Source: an optimization exercise on an open RTL-to-GDS flow (aim: small area, a short achievable clock period and few clock cycles). Production flows keep margins and buffers that such runs may drop. Only simulation tests tie the RTL to the original design; equivalence was not proved.

### flow/constraint.sdc
create_clock -name core_clock -period 22.0 [get_ports {clk}]
set_input_delay 4.4000 -clock core_clock [delete_from_list [all_inputs] [get_ports {clk}]]
set_output_delay 4.4000 -clock core_clock [all_outputs]
set_load 0.01 [all_outputs]
### flow/run.sh
#!/bin/bash
# synth_recipe.tcl (not shown) runs the flow's synth.tcl, then flattens the netlist and writes it again
# the make line also repeats each setting of config.mk as NAME=value (left out here)
make -C /OpenROAD-flow-scripts/flow DESIGN_CONFIG=/design/flow/config.mk WORK_HOME=/design/flow/orfs CLKGATE_MAP_FILE= SYNTH_SCRIPT=/design/flow/synth_recipe.tcl finish
### flow/config.mk
export PLATFORM = sky130hd
export DESIGN_NAME = cle_biquad_channel
export DESIGN_NICKNAME = cle_biquad_channel
export VERILOG_FILES = /design/flow/design.v
export SDC_FILE = /design/flow/constraint.sdc
export NUM_CORES = 4
export LEC_CHECK = 0
export CAP_MARGIN = 20
export CORE_MARGIN = 2
export CORE_UTILIZATION = 25
export PLACE_DENSITY = 0.35
export SLEW_MARGIN = 20
### flow/design.v
module cle_biquad_channel (
    input  wire        clk,
    input  wire        rst,         
    input  wire        wr_en,
    input  wire [5:0]  wr_addr,     
    input  wire [31:0] wr_data,
    input  wire [5:0]  rd_addr,
    output reg  [31:0] rd_data,
    input  wire        start,
    input  wire [31:0] x_in,
    input  wire [1:0]  base,
    input  wire [2:0]  count,       
    input  wire [31:0] clo,
    input  wire [31:0] chi,
    input  wire        aw,
    output wire        busy,
    output reg         done,
    output reg  [31:0] y_out,
    output reg         clamped,
    output reg         sat
);
    localparam NSEC = 4;
    localparam W_SHIFT = 4'd5;
    localparam W_X1    = 4'd6;
    localparam W_X2    = 4'd7;
    localparam W_Y1    = 4'd8;
    localparam W_Y2    = 4'd9;
    localparam W_FLAGS = 4'd10;
    reg signed [31:0] coef  [0:NSEC-1][0:4];
    reg        [5:0]  shf   [0:NSEC-1][0:4];
    reg signed [31:0] st_x1 [0:NSEC-1];
    reg signed [31:0] st_x2 [0:NSEC-1];
    reg signed [31:0] st_y1 [0:NSEC-1];
    reg signed [31:0] st_y2 [0:NSEC-1];
    reg               sflag [0:NSEC-1];
    localparam S_IDLE = 3'd0;
    localparam S_MUL  = 3'd1;    
    localparam S_ACC  = 3'd2;    
    localparam S_WB   = 3'd3;    
    localparam S_FIN  = 3'd4;    
    reg [2:0]         state;
    reg [1:0]         sec;        
    reg [2:0]         left;       
    reg [2:0]         term;       
    reg signed [71:0] acc;
    reg signed [31:0] cur_x;      
    reg signed [31:0] y_sec;      
    reg               run_sat;
    reg signed [31:0] clo_r;
    reg signed [31:0] chi_r;
    reg               aw_r;
    reg               has_sec;    
    assign busy = (state != S_IDLE);
    reg signed [31:0] op_v;
    always @(*) begin
        case (term)
            3'd0:    op_v = cur_x;
            3'd1:    op_v = st_x1[sec];
            3'd2:    op_v = st_x2[sec];
            3'd3:    op_v = st_y1[sec];
            default: op_v = st_y2[sec];
        endcase
    end
    wire signed [31:0] op_c = coef[sec][term];
    wire        [5:0]  op_k = shf[sec][term];
    wire signed [63:0] prod = op_c * op_v;
    wire signed [63:0] half = (op_k == 6'd0) ? 64'sd0 : (64'sd1 <<< (op_k - 6'd1));
    wire signed [63:0] term_r = (prod + half) >>> op_k;
    wire signed [71:0] term_x = {{8{term_r[63]}}, term_r};
    wire acc_hi = (acc > 72'sh00_0000_0000_7FFF_FFFF);
    wire acc_lo = (acc < -72'sh00_0000_0000_8000_0000);
    wire signed [31:0] acc_sat = acc_hi ? 32'sh7FFF_FFFF :
                                 acc_lo ? 32'sh8000_0000 : acc[31:0];
    wire signed [31:0] clamp_v = (cur_x > chi_r) ? chi_r :
                                 (cur_x < clo_r) ? clo_r : cur_x;
    wire [1:0] last_sec = sec;
    wire [1:0] rd_sec  = rd_addr[5:4];
    wire [3:0] rd_word = rd_addr[3:0];
    always @(*) begin
        case (rd_word)
            4'd0, 4'd1, 4'd2, 4'd3, 4'd4:
                     rd_data = coef[rd_sec][rd_word[2:0]];
            W_SHIFT: rd_data = {2'b00, shf[rd_sec][4], shf[rd_sec][3], shf[rd_sec][2],
                                shf[rd_sec][1], shf[rd_sec][0]};
            W_X1:    rd_data = st_x1[rd_sec];
            W_X2:    rd_data = st_x2[rd_sec];
            W_Y1:    rd_data = st_y1[rd_sec];
            W_Y2:    rd_data = st_y2[rd_sec];
            W_FLAGS: rd_data = {31'd0, sflag[rd_sec]};
            default: rd_data = 32'd0;
        endcase
    end
    wire [1:0] wr_sec  = wr_addr[5:4];
    wire [3:0] wr_word = wr_addr[3:0];
    integer i, j;
    always @(posedge clk) begin
        for (i = 0; i < NSEC; i = i + 1) begin
            if (wr_en && wr_sec == i[1:0]) begin
                for (j = 0; j < 5; j = j + 1)
                    if (wr_word == j[3:0]) coef[i][j] <= wr_data;
                if (wr_word == W_SHIFT) begin
                    shf[i][0] <= wr_data[5:0];
                    shf[i][1] <= wr_data[11:6];
                    shf[i][2] <= wr_data[17:12];
                    shf[i][3] <= wr_data[23:18];
                    shf[i][4] <= wr_data[29:24];
                end
                if (wr_word == W_X1) st_x1[i] <= wr_data;
                if (wr_word == W_X2) st_x2[i] <= wr_data;
                if (wr_word == W_Y1) st_y1[i] <= wr_data;
                if (wr_word == W_Y2) st_y2[i] <= wr_data;
                if (wr_word == W_FLAGS && wr_data[0]) sflag[i] <= 1'b0;
            end
            if (state == S_ACC && sec == i[1:0] && (acc_hi || acc_lo))
                sflag[i] <= 1'b1;
            if (state == S_WB && sec == i[1:0]) begin
                st_x2[i] <= st_x1[i];
                st_x1[i] <= cur_x;
                st_y2[i] <= st_y1[i];
                st_y1[i] <= y_sec;
            end
            if (state == S_FIN && has_sec && aw_r && last_sec == i[1:0])
                st_y1[i] <= clamp_v;
        end
    end
    always @(posedge clk) begin
        if (rst) begin
            state   <= S_IDLE;
            done    <= 1'b0;
            y_out   <= 32'd0;
            clamped <= 1'b0;
            sat     <= 1'b0;
        end else begin
            done <= 1'b0;
            case (state)
                S_IDLE: begin
                    if (start) begin
                        cur_x   <= x_in;
                        sec     <= base;
                        left    <= count;
                        clo_r   <= clo;
                        chi_r   <= chi;
                        aw_r    <= aw;
                        has_sec <= (count != 3'd0);
                        run_sat <= 1'b0;
                        term    <= 3'd0;
                        acc     <= 72'sd0;
                        state   <= (count == 3'd0) ? S_FIN : S_MUL;
                    end
                end
                S_MUL: begin
                    if (term < 3'd3) acc <= acc + term_x;
                    else             acc <= acc - term_x;
                    term <= term + 3'd1;
                    if (term == 3'd4) state <= S_ACC;
                end
                S_ACC: begin
                    y_sec <= acc_sat;
                    if (acc_hi || acc_lo) run_sat <= 1'b1;
                    state <= S_WB;
                end
                S_WB: begin
                    cur_x <= y_sec;
                    if (left == 3'd1) begin
                        state <= S_FIN;
                    end else begin
                        sec   <= sec + 2'd1;
                        left  <= left - 3'd1;
                        term  <= 3'd0;
                        acc   <= 72'sd0;
                        state <= S_MUL;
                    end
                end
                S_FIN: begin
                    y_out   <= clamp_v;
                    clamped <= (clamp_v != cur_x);
                    sat     <= run_sat;
                    done    <= 1'b1;
                    state   <= S_IDLE;
                end
                default: state <= S_IDLE;
            endcase
        end
    end
endmodule
==> results of run 1 <==
[metal layers]
layer	part of all wire	routed length, um	GRT usage
met1	0.44	307000	0.368
met2	0.44	303000	0.402
met3	0.077	53100	0.0367
met4	0.041	28200	0.0871
met5	0.00020	136	0
[final cells by class]
class | instances | area [um2] | share of cell area
Multi-Input combinational cell | 9669 | 76300 | 0.514
Sequential cell | 1525 | 45400 | 0.306
Tap cell | 6890 | 8620 | 0.0581
Timing Repair Buffer | 749 | 6320 | 0.0426
Inverter | 1400 | 5260 | 0.0354
Clock buffer | 242 | 5170 | 0.0349
Clock inverter | 125 | 1240 | 0.00840
Antenna cell | 15 | 37.5 | 0.000253
[registers in the layout (all words and copies together), names as in the netlist, 2 cells and up]
register / flops
y_out: 32
st_y1: 128
state: 3
chi_r: 32
y_sec: 32
sec: 2
cur_x: 32
clo_r: 32
term: 3
shf: 120
st_x2: 128
coef: 640
acc: 72
st_x1: 128
sflag: 4
st_y2: 128
left: 3
[metrics by stage]
| step | instances | utilization | area [um2] |
|---|---|---|---|
| 2_1_floorplan | 13500 | - | 129000 |
| 3_3_place_gp | 20200 | 0.276 | 142000 |
| 3_5_place_dp | 20200 | 0.276 | 142000 |
| 4_1_cts | 20600 | 0.289 | 148000 |
| 5_1_grt | 20600 | 0.289 | 148000 |
| 6_report | 20600 | 0.289 | 148000 |
[placed cells by master (no fill, tap or decap), types with 39 or more instances in the layout]
master	synthesis	final
a211oi_1	76	61
a21o_1	117	116
a21oi_1	572	568
a221oi_1	126	124
a222oi_1	327	327
a22oi_1	479	478
a31oi_1	72	65
and2_1	51	47
and3_1	67	62
buf_4	14	512
clkbuf_1	691	41
clkbuf_16	0	200
clkdlybuf4s50_1	0	201
clkinv_1	0	49
clkinv_2	0	39
dfxtp_1	42	42
edfxtp_1	1483	1483
fa_1	1214	1214
ha_1	381	368
inv_1	1400	1400
mux2_2	63	63
mux2i_1	95	95
nand2_1	2409	2390
nand2b_1	159	159
nand3_1	167	160
nand4_1	177	177
nor2_1	1042	983
nor2_4	0	53
nor2b_1	136	134
nor3_1	133	122
nor4_1	42	41
o211ai_1	82	82
o21a_1	62	59
o21ai_0	578	564
o22ai_1	137	135
or3_1	42	41
xnor2_1	148	148
xor2_1	78	78
[worst paths after layout]
check | start | to | slack (ps) | cells after the start
hold reg to reg | sflag[0]$_SDFFE_PP1P_ | sflag[0]$_SDFFE_PP1P_ | 480 | 1
setup reg to reg | sec[1]$_DFFE_PP_ | acc[68]$_SDFFCE_PN0P_ | 930 | 60
hold / removal | sflag[0]$_SDFFE_PP1P_ | sflag[0]$_SDFFE_PP1P_ | 480 | 1
setup / recovery | sec[1]$_DFFE_PP_ | acc[68]$_SDFFCE_PN0P_ | 930 | 60
[kinds of logic after synthesis]
| group | count (synthesis) |
|---|---|
| adders and majority gates | 1595 |
| muxes | 160 |
| buffers and inverters | 2315 |
| AOI/OAI and AO/OA | 3121 |
| DFF | 1525 |
| xor gates and xnor gates | 228 |
| and+or+nand+nor | 4565 |
[worst max-delay path, delay by kind of cell, from the launching register on]
family	cells	cell delay, ps
AO/OA/AOI/OAI	26	8490
XOR/XNOR	1	160
adder cells (fa/ha/maj)	14	6330
buffers and inverters	7	730
flip-flops	1	520
AND/OR/NAND/NOR	12	4370
[repair_timing]
item | in CTS | in global routing
setup endpoints to repair | 0 | 4
setup buffers | 0 | 0
gates resized for setup | 0 | 4
hold buffers | 0 | 0
==> results.tsv, run 1 <==
stage	metric	value	unit
clocking	CTS H-tree depth	4	
cells_and_area	P&R area growth vs syn	14.9	%
route	Via density	5.48	
route	routed len/inst	33.5	um
timing	worst rel slew slack	0.122	
flow_run	maxcap violations	0	
logic_synthesis	Post-Syn Area	129000	um2
placement	DP HPWL	489000	um
min_path	Hold Crit Class	register to register	
timing	Setup WS post-layout	926	ps
logic_synthesis	post-synthesis mux area share	0.0131	
logic_synthesis	Async S/R FF share, synth	0	
clocking	Num CTS Buffers	200	
route	DRC violation count after routing	0	
logic_synthesis	area share of xor/xnor cells in the synthesized design	0.0157	
clocking	CTS Sinks	1525	
logic_synthesis	Main synth FF type	edfxtp_1	
clocking	Clock transition at path regs	60	ps
timing	unrepaired setup endpoints after global routing	false	
logic_synthesis	Ys Warns	8	
clocking	CTS tree	built	
timing	Final period util	0.958	
critical_path	Crit Path Max Fanout	37	
die	Die Wd	723	um
route	WL final	691000	um
logic_synthesis	Distinct cells, synth	135	
route	Post-DRT Antenna Nets	0	
grt	first-pass GRT wire length	954000	um
logic_synthesis	Syn Nets	15300	
logic_synthesis	largest family of logic cells by synthesized area	adder cells	
logic_synthesis	#FFs+latches synth	1525	
timing	Setup TNS	0	ps
timing	worst hold margin	483	ps
logic_synthesis	register area share after synthesis	0.352	
placement	Place WS	683	ps
placement	port bufs	217	
logic_synthesis	area leader, netlist	edfxtp_1	
clocking	worst-skew pair later-pin latency	970	ps
critical_path	CP endpoint kind	register	
route	DRT iter0 DRCs	16300	
critical_path	critical path class	register to register	
clocking	Longest Clk Path Bufs	4	
logic_synthesis	adder and majority cell fraction of the synthesized area	0.225	
clocking	Clock Tree Root	clkbuf_16	
die	die area	522000	um2
critical_path	arrival time at the worst endpoint	21700	ps
timing	f_max	0.0475	GHz
critical_path	Worst Path Required	22620	ps
die	CORE AREA	514000	um2
grt	initial antenna violation count	69	
grt	largest net degree at the start of global routing	122	
timing	fin crit period	21070	ps
timing	max-slew violation count	0	
logic_synthesis	Post-synth EDFFs	1483	
cells_and_area	share of layout cells above drive strength 1	0.0885	
logic_synthesis	count leader, synth	nand2_1	
logic_synthesis	Synth top cells by count	nand2_1, edfxtp_1, inv_1	
die	I/O pins	218	
die	Site Rows	263	
timing	clk_skew	128	ps
logic_synthesis	post-synthesis compound-gate area fraction	0.171	
timing	Final Hold Fails	0	
logic_synthesis	synth top area cells	edfxtp_1, fa_1, nand2_1, inv_1, ha_1	
cells_and_area	# fillers	54300	
grt	total gr overflow	0	
logic_synthesis	top-area cell type share of the netlist area	0.345	
logic_synthesis	post-synthesis simple-gate area fraction	0.153	
timing	Worst Tran Pin Value	1310	ps
critical_path	slowest cell on the critical path	fa_1	
critical_path	CP most frequent cell	fa_1	
grt	vias in the first global route	113000	
status	status	timing/DRC/antenna clean	
cells_and_area	Final Net Count	15300	
die	die height	723	um
critical_path	CP startpoint kind	register	
route	DRT Pass-1 Iters	13	
timing	final setup violation count	0	
die	Initial Util	0.251	
placement	Final GP Congestion	0.966	
logic_synthesis	Cells after Synth	13500	
logic_synthesis	syn_area_per_cell	9.55	um2
route	vias	113000	
grt	GRT Util Overall	0.259	
critical_path	Worst path max stage delay	750	ps
Testbench counts, summed over its fixed seeds: cycles 46,989.
==> inputs of run 2 (changes only) <==
--- a/flow/design.v
+++ b/flow/design.v
@@ -37,5 +37,4 @@
     localparam S_MUL  = 3'd1;    
     localparam S_ACC  = 3'd2;    
-    localparam S_WB   = 3'd3;    
     localparam S_FIN  = 3'd4;    
     reg [2:0]         state;
@@ -45,10 +44,10 @@
     reg signed [71:0] acc;
     reg signed [31:0] cur_x;      
-    reg signed [31:0] y_sec;      
+    reg               fin;        
+    reg [1:0]         psec;
     reg               run_sat;
     reg signed [31:0] clo_r;
     reg signed [31:0] chi_r;
     reg               aw_r;
-    reg               has_sec;    
     assign busy = (state != S_IDLE);
     reg signed [31:0] op_v;
@@ -74,5 +73,6 @@
     wire signed [31:0] clamp_v = (cur_x > chi_r) ? chi_r :
                                  (cur_x < clo_r) ? clo_r : cur_x;
-    wire [1:0] last_sec = sec;
+    wire signed [31:0] clamp_a = (acc_sat > chi_r) ? chi_r :
+                                 (acc_sat < clo_r) ? clo_r : acc_sat;
     wire [1:0] rd_sec  = rd_addr[5:4];
     wire [3:0] rd_word = rd_addr[3:0];
@@ -112,14 +112,11 @@
                 if (wr_word == W_FLAGS && wr_data[0]) sflag[i] <= 1'b0;
             end
-            if (state == S_ACC && sec == i[1:0] && (acc_hi || acc_lo))
-                sflag[i] <= 1'b1;
-            if (state == S_WB && sec == i[1:0]) begin
+            if (fin && psec == i[1:0]) begin
+                if (acc_hi || acc_lo) sflag[i] <= 1'b1;
                 st_x2[i] <= st_x1[i];
                 st_x1[i] <= cur_x;
                 st_y2[i] <= st_y1[i];
-                st_y1[i] <= y_sec;
+                st_y1[i] <= (state == S_ACC && aw_r) ? clamp_a : acc_sat;
             end
-            if (state == S_FIN && has_sec && aw_r && last_sec == i[1:0])
-                st_y1[i] <= clamp_v;
         end
     end
@@ -127,4 +124,5 @@
         if (rst) begin
             state   <= S_IDLE;
+            fin     <= 1'b0;
             done    <= 1'b0;
             y_out   <= 32'd0;
@@ -133,4 +131,9 @@
         end else begin
             done <= 1'b0;
+            fin  <= 1'b0;
+            if (fin) begin
+                cur_x <= acc_sat;
+                if (acc_hi || acc_lo) run_sat <= 1'b1;
+            end
             case (state)
                 S_IDLE: begin
@@ -142,33 +145,33 @@
                         chi_r   <= chi;
                         aw_r    <= aw;
-                        has_sec <= (count != 3'd0);
                         run_sat <= 1'b0;
-                        term    <= 3'd0;
-                        acc     <= 72'sd0;
+                        term    <= 3'd1;
                         state   <= (count == 3'd0) ? S_FIN : S_MUL;
                     end
                 end
                 S_MUL: begin
-                    if (term < 3'd3) acc <= acc + term_x;
-                    else             acc <= acc - term_x;
-                    term <= term + 3'd1;
-                    if (term == 3'd4) state <= S_ACC;
+                    if (term == 3'd1)     acc <= term_x;
+                    else if (term < 3'd3) acc <= acc + term_x;
+                    else                  acc <= acc - term_x;
+                    if (term == 3'd0) begin
+                        fin  <= 1'b1;
+                        psec <= sec;
+                        if (left == 3'd1) begin
+                            state <= S_ACC;
+                        end else begin
+                            sec  <= sec + 2'd1;
+                            left <= left - 3'd1;
+                            term <= 3'd1;
+                        end
+                    end else begin
+                        term <= (term == 3'd4) ? 3'd0 : term + 3'd1;
+                    end
                 end
                 S_ACC: begin
-                    y_sec <= acc_sat;
-                    if (acc_hi || acc_lo) run_sat <= 1'b1;
-                    state <= S_WB;
-                end
-                S_WB: begin
-                    cur_x <= y_sec;
-                    if (left == 3'd1) begin
-                        state <= S_FIN;
-                    end else begin
-                        sec   <= sec + 2'd1;
-                        left  <= left - 3'd1;
-                        term  <= 3'd0;
-                        acc   <= 72'sd0;
-                        state <= S_MUL;
-                    end
+                    y_out   <= clamp_a;
+                    clamped <= (clamp_a != acc_sat);
+                    sat     <= run_sat | acc_hi | acc_lo;
+                    done    <= 1'b1;
+                    state   <= S_IDLE;
                 end
                 S_FIN: begin
==> run 2 against run 1 <==
  * First-iteration DRC count down 1.7%
  * Cell count is 1.4% higher
  * Via count up 2.4%
  * Non-clock buffer count is 59 higher
  * Wire length is 6.3% higher
  * Highest routed layer unchanged
==> results.tsv, run 2 <==
stage	metric	value	unit	change
timing	Final Hold Fails	0		unchanged
min_path	worst hold start	sflag[3]$_DFF_P_		
critical_path	Worst path max stage delay	920	ps	+170 ps
cells_and_area	most common cell after layout, fill and taps aside	nand2_1		
logic_synthesis	syn_area_per_cell	9.50	um2	-0.53%
cells_and_area	# fillers	54700		+0.71%
critical_path	arrival time at the worst endpoint	21920	ps	+220 ps
critical_path	CP endpoint kind	register		
logic_synthesis	Synth top cells by count	nand2_1, edfxtp_1, inv_1		
timing	Worst Tran Pin Value	1250	ps	-60.8 ps
cells_and_area	max reg flops	640		unchanged
route	routed len/inst	35.1	um	+4.8%
clocking	Longest Clk Path Bufs	4		unchanged
cells_and_area	share of layout cells above drive strength 1	0.0911		+0.00252
die	die height	725	um	+0.28%
logic_synthesis	top-area cell type share of the netlist area	0.336		-0.00913
route	Post-DRT Antenna Nets	0		unchanged
route	WL final	735000	um	+6.3%
critical_path	CP startpoint kind	register		
logic_synthesis	Distinct cells, synth	134		-0.74%
die	I/O pins	218		unchanged
grt	vias in the first global route	116000		+2.1%
die	die area	525000	um2	+0.57%
clocking	CTS Sinks	1495		-2.0%
timing	worst rel slew slack	0.160		+0.0385
logic_synthesis	Post-Syn Area	130000	um2	+0.57%
status	status	timing/DRC/antenna clean		
logic_synthesis	Cells after Synth	13700		+1.1%
logic_synthesis	Async S/R FF share, synth	0		unchanged
logic_synthesis	area leader, netlist	edfxtp_1		
timing	fin crit period	21300	ps	+229 ps
logic_synthesis	Ys Warns	8		unchanged
grt	total gr overflow	0		unchanged
min_path	Hold EP	sflag[3]$_DFF_P_		
timing	unrepaired setup endpoints after global routing	false		
timing	clk_skew	124	ps	-4.44 ps
grt	initial antenna violation count	112		+62%
timing	Final period util	0.968		+0.0104
clocking	Post-CTS Hold Fix Bufs	0		unchanged
min_path	Hold Crit Class	register to register		
grt	largest net degree at the start of global routing	116		-4.9%
logic_synthesis	Main synth FF type	edfxtp_1		
clocking	Num CTS Buffers	193		-3.5%
clocking	CTS H-tree depth	4		unchanged
placement	Place WS	840	ps	+156 ps
critical_path	Worst Path Required	22620	ps	about the same
min_path	Worst Hold Path Cells	2		+1
logic_synthesis	count leader, synth	nand2_1		
logic_synthesis	synth top area cells	edfxtp_1, fa_1, nand2_1, ha_1, inv_1		
placement	DP HPWL	536000	um	+9.6%
cells_and_area	Final Net Count	15600		+1.9%
die	Die Wd	725	um	+0.28%
critical_path	Crit Path Max Fanout	23		-38%
clocking	Clock transition at path regs	60	ps	about the same
cells_and_area	P&R area growth vs syn	15.1	%	
critical_path	slowest cell on the critical path	fa_2		
clocking	Clock Tree Root	clkbuf_16		
die	Site Rows	264		+0.38%
critical_path	critical path class	register to register		
timing	final setup violation count	0		unchanged
cells_and_area	most frequent cells in the layout	nand2_1, edfxtp_1, inv_1		
grt	first-pass GRT wire length	1000000	um	+5.0%
grt	GRT Util Overall	0.272		+0.0127
placement	Final GP Congestion	0.934		-3.3%
timing	max-slew violation count	0		unchanged
critical_path	r2r startpoint	sec[1]$_DFFE_PP_		
route	Via density	5.53		+0.98%
route	vias	116000		+2.4%
route	DRT iter0 DRCs	16000		-1.7%
route	DRC violation count after routing	0		unchanged
critical_path	flop2flop setup slack	700	ps	-230 ps
logic_synthesis	#FFs+latches synth	1495		-2.0%
route	DRT Pass-1 Iters	13		unchanged
critical_path	CP most frequent cell	fa_1		
placement	port bufs	217		unchanged
die	Initial Util	0.251		about the same
timing	Setup WS post-layout	697	ps	-229 ps
timing	Setup TNS	0	ps	unchanged
critical_path	worst reg2reg path depth	61		+1.7%
clocking	worst-skew pair later-pin latency	1000	ps	+30 ps
critical_path	reg-to-reg endpoint	acc[70]$_DFFE_PP_		
timing	f_max	0.0469	GHz	-1.1%
die	CORE AREA	517000	um2	+0.64%
flow_run	maxcap violations	0		unchanged
cells_and_area	Largest Register	coef		
logic_synthesis	Syn Nets	15500		+1.4%
logic_synthesis	register area share after synthesis	0.343		-0.00901
logic_synthesis	Post-synth EDFFs	1452		-2.1%
clocking	CTS tree	built		
[run 2: changes by cell type after synthesis, sizes merged, moves of 56 or more]
| cell | before | now |
|---|---|---|
| nand2 | 2412 | 2109 |
| o21ai | 612 | 730 |
| nor2b | 136 | 80 |
| a21oi | 577 | 692 |
| nand2b | 160 | 97 |
| a22oi | 479 | 540 |
| nor2 | 1047 | 1120 |
| ha | 381 | 443 |
[run 2: cell families (layout without fill, tap and decap cells)]
family                   Yosys count  after routing  synth area share
AO/OA/AOI/OAI                   3367           3367             0.179
XOR/XNOR                         284            284            0.0194
adder cells (fa/ha/maj)         1657           1657             0.230
buffers and inverters           2349           2614            0.0706
flip-flops                      1495           1495             0.343
multiplexers                     138            138            0.0112
other                              0             67                 0
AND/OR/NAND/NOR                 4368           4368             0.147
[run 2: final cells by class]
class                           instances  area [um2]  area share
Inverter                             1454        5460      0.0365
Antenna cell                           67         168     0.00112
Timing Repair Buffer                  808        6790      0.0454
Clock buffer                          245        5090      0.0340
Sequential cell                      1495       44500       0.298
Multi-Input combinational cell       9814       77700       0.520
Clock inverter                        107        1130     0.00755
Tap cell                             6916        8650      0.0579
[run 2: how the worst max path moves through the flow]
| stage | startpoint | to | slack (ps) | depth (start not counted) |
|---|---|---|---|---|
| 2_1_floorplan | sec[1]$_DFFE_PP_ | acc[67]$_DFFE_PP_ | 3740 | 67 |
| 3_3_place_gp | sec[1]$_DFFE_PP_ | acc[70]$_DFFE_PP_ | 960 | 63 |
| 3_5_place_dp | sec[1]$_DFFE_PP_ | acc[70]$_DFFE_PP_ | 840 | 63 |
| 4_1_cts | sec[1]$_DFFE_PP_ | acc[70]$_DFFE_PP_ | 710 | 63 |
| 5_1_grt | sec[1]$_DFFE_PP_ | acc[70]$_DFFE_PP_ | 10 | 64 |
| 6_report | sec[1]$_DFFE_PP_ | acc[70]$_DFFE_PP_ | 700 | 61 |
[run 2: worst max-delay path: cells and delay by family, from the launching register on]
family,cells,cell delay [ps]
flops,1,540
xor+xnor,3,770
fa+ha+maj,13,6310
buf+inv,6,880
compound gates,18,5770
simple gates,21,6690
[run 2: layer usage]
metal | global-route usage | share of wire
met1 | 0.369 | 0.43
met2 | 0.426 | 0.44
met3 | 0.0472 | 0.078
met4 | 0.113 | 0.050
met5 | 0 | 0.00053
[run 2: stage by stage]
| stage | std cells | instance area [um2] | hold slack, ps | utilization |
|---|---|---|---|---|
| after floorplan | 13700 | 130000 | 446 | - |
| final | 20900 | 149000 | 500 | 0.289 |
| after global placement | 20500 | 143000 | 483 | 0.277 |
| after global routing | 20900 | 149000 | 531 | 0.289 |
| after detailed placement | 20500 | 143000 | 485 | 0.277 |
| after CTS | 20800 | 149000 | 495 | 0.289 |
[run 2: repair_timing]
action / in CTS / in global routing
gates resized for setup: 0 / 5
setup endpoints to repair: 0 / 7
setup buffers: 0 / 0
Testbench counts of run 2, summed over its fixed seeds: cycles 34,935.

what the ideal ports hide:
How much do the figures lean on ideal ports? The routed layouts below were timed once more, with nothing changed but the port constraints.
Step 1 sets driving cells, clkbuf_16 on the clock port and buf_2 on the other inputs (assumed; they add their load-dependent delay and slew).
Step 2 also shifts input and output timing later by t, the mid clock arrival at the registers, as if the neighbouring blocks saw the same clock.
Slacks: ideal ports / drivers / drivers and shift; pairs: ideal ports / drivers.
| run | shift t [ns] | setup slack, ns | pins driven straight from the clock port |
|---|---|---|---|
| run 1 | 1.022 | 0.926 / 0.926 / 0.926 | 1 |
| run 2 | 1.067 | 0.697 / 0.697 / 0.697 | 1 |
After both steps every run listed still meets setup and hold.
